This is an optimization exercise on Yosys and OpenROAD, whose aim is small area and a short achievable clock period, not a production implementation. At most, simulation tests tie the RTL to the original design; equivalence was not proved. Power is estimated from default activity; no workload was simulated.

== quartz ==
## ec_rmw
module ec_rmw (
    input  wire         clk,
    input  wire         rst_n,
    input  wire         in_valid,
    input  wire [1:0]   in_op,        
    input  wire [31:0]  in_mask,      
    input  wire [255:0] in_wdata,     
    input  wire [31:0]  in_wpoison,   
    input  wire [255:0] in_sdata,     
    input  wire [31:0]  in_scheck,    
    output reg          out_valid,
    output reg  [2:0]   out_class,
    output reg  [31:0]  out_synd,
    output reg  [255:0] out_rdata,
    output reg          out_poison,
    output reg          out_wb,
    output reg  [255:0] out_wdata,
    output reg  [31:0]  out_wcheck,
    output reg          out_ev_ce,
    output reg          out_ev_ue,
    output reg          out_ev_pw
);
Size: ~1200 I/O pins, roughly 35000 um^2 of cells after synthesis.
Settings: LEC_CHECK=0, CAP_MARGIN=20, CORE_AREA=5 5 425 425, CTS_BUF_LIST=sky130_fd_sc_hd__clkbuf_4 sky130_fd_sc_hd__clkbuf_8, CTS_CLUSTER_DIAMETER=50, CTS_CLUSTER_SIZE=12, DIE_AREA=0 0 430 430, SLEW_MARGIN=20; clock period 12.0 ns.
standard.sh (not shown) runs the stock make flow with config.mk's settings and CLKGATE_MAP_FILE= SYNTH_SCRIPT=/design/flow/synth_recipe.tcl, a recipe that flattens the netlist after the stock synthesis.
==> flow/flow/run.sh <==
#!/bin/bash
set -euo pipefail
export BUFFER_PORTS_ARGS="-buffer_cell sky130_fd_sc_hd__buf_1"
export SETUP_SLACK_MARGIN=8
bash standard.sh finish > flow_make.log 2>&1
Inputs modified between quartz and fjord:
- removing CTS_CLUSTER_SIZE (formerly 12)
- removing CTS_CLUSTER_DIAMETER (formerly 50)
==> flow/flow/run.sh <==
#!/bin/bash
set -euo pipefail
export BUFFER_PORTS_ARGS="-buffer_cell sky130_fd_sc_hd__buf_1"
export SETUP_SLACK_MARGIN=7
bash standard.sh finish > flow_make.log 2>&1
--- outcome ---
From quartz to fjord the numbers moved as follows: met1 capacity usage during global routing shows a reduction of 2.8 points, switching share of total power went down 0.22 points.
Per the comparison of fjord with quartz, via count lost 3381; largest voltage drop on the vdd net went down about 14%; initial detailed-routing violation count has decreased.
The routed length on met2 reported for fjord is smaller than that of quartz by 13%.
Of quartz and fjord, the run reporting the higher clock-buffer cell count was fjord.
fjord — routed wire length 34000 um lower, quartz as reference
No run of this note included a check of the RTL's function; only the layout flow was run.

========
Setup of build 49:
ec_rmw, a different RTL version from the one above (not shown whole).
Size in the first run: about 3400 cells after synthesis, roughly 590 flip-flops, ~33000 µm² of cells after synthesis.
Settings: LEC_CHECK=0, CAP_MARGIN=20, CORE_AREA=5 5 260 260, CTS_BUF_LIST=sky130_fd_sc_hd__clkbuf_4 sky130_fd_sc_hd__clkbuf_8, DIE_AREA=0 0 265 265, SLEW_MARGIN=20; clock period 12.0 ns.
==> flow/flow/run.sh <==
#!/bin/bash
# The standard layout (the standard.sh: unchanged synthesis, floorplan, power
# grid, placement, CTS and routing) with these changes to how it is made:
#  - the port buffers that global placement inserts are buf_1 cells instead of
#    the resizer's default pick;
#  - pins may sit on adjacent routing tracks, so the ports fit a smaller die;
set -euo pipefail
export BUFFER_PORTS_ARGS="-buffer_cell sky130_fd_sc_hd__buf_1"
export SETUP_SLACK_MARGIN=6.7
export PLACE_PINS_ARGS="-min_distance 1 -min_distance_in_tracks"
bash standard.sh finish > flow_make.log 2>&1
Build 49 finished all stages; the layout is clean.
diff inputs: build 49 => build 14
diff --git a/flow/flow/run.sh b/flow/flow/run.sh
--- a/flow/flow/run.sh
+++ b/flow/flow/run.sh
@@ -9 +9 @@
-export SETUP_SLACK_MARGIN=6.7
+export SETUP_SLACK_MARGIN=7.3
## What came out
Compared with build 49, build 14 shows via count of the first global-routing pass that has gone down slightly.
Looking at worst supply voltage drop on vdd across both flows, build 14 is the weaker of the two, with build 49 ahead.
Worst setup slack: build 14 vs build 49 up 0.41 ns
| cell area after placement | higher: build 14 |
Looking at final design instance area without fill, build 14 sits 11% above build 49.
Sort build 14 and build 49 by critical path depth asc -> top: build 14
Build 14 vs. build 49: total power went up by about 9%.
## Diff of input files: build 75 against build 14
# build 14
export LEC_CHECK = 0
export CAP_MARGIN = 20
export CORE_AREA = 5 5 260 260
export CTS_BUF_LIST = sky130_fd_sc_hd__clkbuf_4 sky130_fd_sc_hd__clkbuf_8
export DIE_AREA = 0 0 265 265
export SLEW_MARGIN = 20
create_clock -name core_clock -period 12.0 [get_ports {clk}]
# build 75
export LEC_CHECK = 0
export CAP_MARGIN = 20
export CORE_AREA = 5 5 260 260
export CTS_BUF_LIST = sky130_fd_sc_hd__clkbuf_4 sky130_fd_sc_hd__clkbuf_8
export DIE_AREA = 0 0 265 265
export PLACE_DENSITY = 0.7
export SLEW_MARGIN = 20
create_clock -name core_clock -period 12.0 [get_ports {clk}]
diff --git a/flow/flow/run.sh b/flow/flow/run.sh
--- a/flow/flow/run.sh
+++ b/flow/flow/run.sh
@@ -9 +9 @@
-export SETUP_SLACK_MARGIN=7.3
+export SETUP_SLACK_MARGIN=7
Findings:
Build 14 → build 75: biggest cell delay along the critical path saw an increase, worst hold slack after final layout increased by 0.041 ns relative to the old numbers, multi-input combinational cell count now sits at about the same level.

========
The RTL this note starts from:
==> flow/design.v <==
module ec_encode (
    input  wire [255:0] data,
    output reg  [31:0]  check
);
    reg [15:0] rp;
    integer j, k;
    always @* begin
        for (j = 0; j < 16; j = j + 1) begin
            rp[j]         = ^data[16 * j +: 16];
            check[16 + j] = 1'b0;
            for (k = 0; k < 16; k = k + 1)
                check[16 + j] = check[16 + j] ^ data[16 * k + j];
        end
        for (j = 0; j < 16; j = j + 1)
            check[j] = rp[j] ^ rp[(j + 15) % 16];
    end
endmodule
module ec_classify (
    input  wire [31:0] synd,       
    output wire        zero,       
    output wire        cbit,       
    output wire        dbit,       
    output wire        spois,      
    output wire        uerr,       
    output wire [15:0] pair        
);
    wire [15:0] sr = synd[15:0];
    wire [15:0] sc = synd[31:16];
    function [3:1] ge3_16(input [15:0] x);
        reg [3:1] a, t;
        integer g, i, k;
        begin
            a = 3'b000;
            for (g = 0; g < 4; g = g + 1) begin
                t[1] = |x[4 * g +: 4];
                t[2] = (x[4*g] & (x[4*g+1] | x[4*g+2] | x[4*g+3])) | (x[4*g+1] & (x[4*g+2] | x[4*g+3])) |
                       (x[4*g+2] & x[4*g+3]);
                t[3] = (x[4*g] & x[4*g+1] & (x[4*g+2] | x[4*g+3])) | (x[4*g+2] & x[4*g+3] & (x[4*g] | x[4*g+1]));
                a = merge3(a, t);
            end
            ge3_16 = a;
        end
    endfunction
    function [3:1] merge3(input [3:1] a, input [3:1] b);
        begin
            merge3[1] = a[1] | b[1];
            merge3[2] = a[2] | b[2] | (a[1] & b[1]);
            merge3[3] = a[3] | b[3] | (a[2] & b[1]) | (a[1] & b[2]);
        end
    endfunction
    function [5:1] ge5_4(input [3:0] x);
        begin
            ge5_4[1] = |x;
            ge5_4[2] = (x[0] & (x[1] | x[2] | x[3])) | (x[1] & (x[2] | x[3])) | (x[2] & x[3]);
            ge5_4[3] = (x[0] & x[1] & (x[2] | x[3])) | (x[2] & x[3] & (x[0] | x[1]));
            ge5_4[4] = &x;
            ge5_4[5] = 1'b0;
        end
    endfunction
    function [5:1] merge5(input [5:1] a, input [5:1] b);
        integer k, i;
        reg [5:0] ea, eb;
        begin
            ea = {a, 1'b1};
            eb = {b, 1'b1};
            for (k = 1; k <= 5; k = k + 1) begin
                merge5[k] = 1'b0;
                for (i = 0; i <= k; i = i + 1)
                    merge5[k] = merge5[k] | (ea[i] & eb[k - i]);
            end
        end
    endfunction
    wire [3:1] wr = ge3_16(sr);
    wire [3:1] wc = ge3_16(sc);
    wire [15:0] zc = ~sc;
    wire [5:1] z0 = merge5(ge5_4(zc[3:0]),  ge5_4(zc[7:4]));
    wire [5:1] z1 = merge5(ge5_4(zc[11:8]), ge5_4(zc[15:12]));
    wire [5:1] zz = merge5(z0, z1);
    genvar r;
    generate
        for (r = 0; r < 16; r = r + 1) begin : g_pair
            assign pair[r] = sr[r] & sr[(r + 1) % 16];
        end
    endgenerate
    wire sr_one = wr[1] & ~wr[2];
    wire sc_one = wc[1] & ~wc[2];
    wire sr_two = wr[2] & ~wr[3];
    assign zero  = ~wr[1] & ~wc[1];
    assign spois = ~zz[5];
    assign cbit  = (sr_one & ~wc[1]) | (sc_one & ~wr[1]);
    assign dbit  = sc_one & sr_two & (|pair);
    assign uerr  = ~zero & ~spois & ~cbit & ~dbit;
endmodule
module ec_rmw (
    input  wire         clk,
    input  wire         rst_n,
    input  wire         in_valid,
    input  wire [1:0]   in_op,        
    input  wire [31:0]  in_mask,      
    input  wire [255:0] in_wdata,     
    input  wire [31:0]  in_wpoison,   
    input  wire [255:0] in_sdata,     
    input  wire [31:0]  in_scheck,    
    output reg          out_valid,
    output reg  [2:0]   out_class,
    output reg  [31:0]  out_synd,
    output reg  [255:0] out_rdata,
    output reg          out_poison,
    output reg          out_wb,
    output reg  [255:0] out_wdata,
    output reg  [31:0]  out_wcheck,
    output reg          out_ev_ce,
    output reg          out_ev_ue,
    output reg          out_ev_pw
);
    localparam OP_WRITE = 2'd1;
    localparam OP_SCRUB = 2'd2;
    wire        wr    = (in_op == OP_WRITE);
    wire        scrub = (in_op == OP_SCRUB);
    wire [31:0] keep  = ~(in_mask & {32{wr}});    
    reg [255:0] mraw;
    integer b;
    always @* begin
        for (b = 0; b < 32; b = b + 1)
            mraw[8 * b +: 8] = keep[b] ? in_sdata[8 * b +: 8] : in_wdata[8 * b +: 8];
    end
    wire [31:0] scalc, mcalc;
    ec_encode u_senc (.data(in_sdata), .check(scalc));
    ec_encode u_menc (.data(mraw),     .check(mcalc));
    wire [31:0] synd = in_scheck ^ scalc;
    wire [15:0] sc   = synd[31:16];
    wire        zero, cbit, dbit, spois, uerr;
    wire [15:0] pair;
    ec_classify u_cls (.synd(synd), .zero(zero), .cbit(cbit), .dbit(dbit), .spois(spois),
                       .uerr(uerr), .pair(pair));
    reg wfix_pre;
    integer r;
    always @* begin
        wfix_pre = 1'b0;
        for (r = 0; r < 16; r = r + 1)
            wfix_pre = wfix_pre | (pair[r] & ((keep[2 * r] & |sc[7:0]) | (keep[2 * r + 1] & |sc[15:8])));
    end
    reg         q_valid;
    reg         q_wr, q_scrub, q_full, q_wpm;
    reg [255:0] q_sdata;
    reg [255:0] q_mraw_n;    
    reg [31:0]  q_synd;
    reg [31:0]  q_mcalc;
    reg         q_wfix_pre;
    reg         q_zero, q_cbit, q_dbit, q_spois;
    always @(posedge clk) begin
        if (!rst_n)
            q_valid <= 1'b0;
        else
            q_valid <= in_valid;
        q_wr       <= wr;
        q_scrub    <= scrub;
        q_full     <= &in_mask;
        q_wpm      <= |(in_wpoison & in_mask);
        q_sdata    <= in_sdata;
        q_mraw_n   <= ~mraw;
        q_synd     <= synd;
        q_mcalc    <= mcalc;
        q_wfix_pre <= wfix_pre;
        q_zero     <= zero;
        q_cbit     <= cbit;
        q_dbit     <= dbit;
        q_spois    <= spois;
    end
    wire wfix = q_wfix_pre & q_dbit;              
    reg  [15:0]  row_fix, wrow_fix;
    reg  [255:0] flip, wflip;
    integer rr, c;
    always @* begin
        for (rr = 0; rr < 16; rr = rr + 1) begin
            row_fix[rr]  = q_synd[rr] & q_synd[(rr + 1) % 16] & q_dbit;
            wrow_fix[rr] = q_synd[rr] & q_synd[(rr + 1) % 16] & wfix;
        end
        for (rr = 0; rr < 16; rr = rr + 1)
            for (c = 0; c < 16; c = c + 1) begin
                flip[16 * rr + c]  = row_fix[rr] & q_synd[16 + c];
                wflip[16 * rr + c] = wrow_fix[rr] & q_synd[16 + c];
            end
    end
    wire uerr2     = ~q_zero & ~q_spois & ~q_cbit & ~q_dbit;
    wire corr      = q_cbit | q_dbit;
    wire bad       = ~q_zero & ~corr;              
    wire wpo       = q_wpm | (~q_full & bad);
    wire wb_poison = q_wr ? wpo : (q_scrub & uerr2);
    always @* begin
        out_valid  = q_valid;
        out_class  = {uerr2, q_dbit | q_spois, q_cbit | q_spois};
        out_synd   = q_synd;
        out_rdata  = q_sdata ^ flip;
        out_poison = q_wr ? wpo : bad;
        out_wb     = q_wr | (q_scrub & (corr | uerr2));
        out_wdata  = ~q_mraw_n ^ wflip;
        out_wcheck = q_mcalc ^ (q_synd & {32{wfix}}) ^ {{16{wb_poison}}, 16'h0000};
        out_ev_ce  = corr & ~(q_wr & q_full);
        out_ev_ue  = uerr2 & ~(q_wr & q_full);
        out_ev_pw  = wb_poison;
    end
endmodule
export LEC_CHECK = 0
export CAP_MARGIN = 5
export CORE_AREA = 5 5 260 260
export CTS_BUF_LIST = sky130_fd_sc_hd__clkbuf_4 sky130_fd_sc_hd__clkbuf_8
export DIE_AREA = 0 0 265 265
export SLEW_MARGIN = 5
create_clock -name core_clock -period 12.0 [get_ports {clk}]
==> flow/flow/run.sh <==
#!/bin/bash
# The standard layout (the standard.sh: unchanged synthesis, floorplan, power
# grid, placement, CTS and routing) with these changes to how it is made:
#  - the port buffers that global placement inserts are buf_1 cells instead of
#    the resizer's default pick;
#  - pins may sit on adjacent routing tracks, so the ports fit a smaller die;
set -euo pipefail
export BUFFER_PORTS_ARGS="-buffer_cell sky130_fd_sc_hd__buf_1"
export SETUP_SLACK_MARGIN=7
export PLACE_PINS_ARGS="-min_distance 1 -min_distance_in_tracks"
bash standard.sh finish > flow_make.log 2>&1
Rerun with:
Settings changed: ABC_AREA from default to 1, CAP_MARGIN 5 to 20, SLEW_MARGIN 5 to 20.
After rerunning: The changed run passed the timing, design-rule and antenna checks; via count came out higher by well over a third; final area came out higher by roughly a tenth; setup slack improved by 0.051 ns; power came out lower by roughly a tenth; clock-buffer cell count came out higher by 9; global-route usage came out higher by 7.4 points; hold slack got worse by 0.030 ns; wire length came out higher by about a fifth; combinational power came out lower by a quarter to a third; die area does not change.
Rerun with:
Settings changed: ABC_AREA 1 to default, CTS_CLUSTER_DIAMETER from default to 50, CTS_CLUSTER_SIZE from default to 12.
Result: The new run produced a clean layout; design area decreases by 12%; die area does not change; routed wire length goes down by 15%; worst hold slack improved by 0.036 ns; core utilization goes down by 8.3 points.
Rerun with:
Settings changed: CORE_AREA 5 5 260 260 to 5 5 245 245, CTS_CLUSTER_DIAMETER 50 to default, CTS_CLUSTER_SIZE 12 to default, DIE_AREA 0 0 265 265 to 0 0 250 250, PLACE_DENSITY from default to 0.72.
=> Design area grows by 0.73%. Hold slack degrades by 0.017 ns. Flip-flop and latch count does not change. Sequential power climbs by about 4%. Synthesized cell count does not change. Die area came out lower by 11%. Worst setup slack degrades by 0.078 ns. Via count goes up by 3.8%. Utilization came out higher by 8.4 points. Final cell count falls by 1.0%. Fmax falls by 1.5%.
Rerun with:
Settings changed: CORE_AREA 5 5 245 245 to 5 5 260 260, CTS_BUF_LIST sky130_fd_sc_hd__clkbuf_4 sky130_fd_sc_hd__clkbuf_8 to sky130_fd_sc_hd__clkbuf_2 sky130_fd_sc_hd__clkbuf_4, DIE_AREA 0 0 250 250 to 0 0 265 265, PLACE_DENSITY 0.72 to default.
Routed wire length grows by 2.1%; count of clock-buffer cells in the layout grows by 74; die area grows by 12%.

separate check: timing with driven ports:
How much do the figures lean on ideal ports? The routed layouts below were timed once more, with nothing changed but the port constraints. Step 1 assumes that a clkbuf_16 drives the clock port and a buf_2 every other input. Step 2 times the ports against the registers' clock, not the clock port: input delays grow and output delays shrink by t, the midpoint of the rising clock arrivals with the driver on. Slacks: ideal / step 1 / step 2; pairs: ideal / step 1.
run | t, ns | setup slack, ns | worst setup path after step 2 | worst register clock-pin slew, ns | cell pins on the clock port's net
quartz | 0.980 | 6.798 / 6.855 / 5.875 | input to register | 0.09 / 0.09 | 1
fjord | 0.961 | 6.666 / 6.704 / 5.743 | input to register | 0.07 / 0.07 | 1
build 49 | 0.778 | 6.757 / 6.733 / 6.012 | input to register | 0.07 / 0.07 | 1
build 14 | 0.791 | 7.165 / 7.102 / 6.397 | input to register | 0.07 / 0.07 | 1
build 75 | 0.780 | 6.894 / 6.830 / 6.209 | input to register | 0.07 / 0.07 | 1
the first run of note 3 | 0.766 | 6.953 / 6.889 / 6.242 | input to register | 0.07 / 0.07 | 1
the second run of note 3 | 0.786 | 7.004 / 6.964 / 6.255 | input to register | 0.07 / 0.07 | 1
the third run of note 3 | 0.764 | 6.968 / 6.919 / 6.241 | input to register | 0.09 / 0.09 | 1
the fourth run of note 3 | 0.784 | 6.889 / 6.822 / 6.276 | input to register | 0.07 / 0.07 | 1
the fifth run of note 3 | 1.054 | 6.864 / 6.798 / 6.016 | input to register | 0.07 / 0.07 | 1
After both steps every run listed still meets setup and hold.
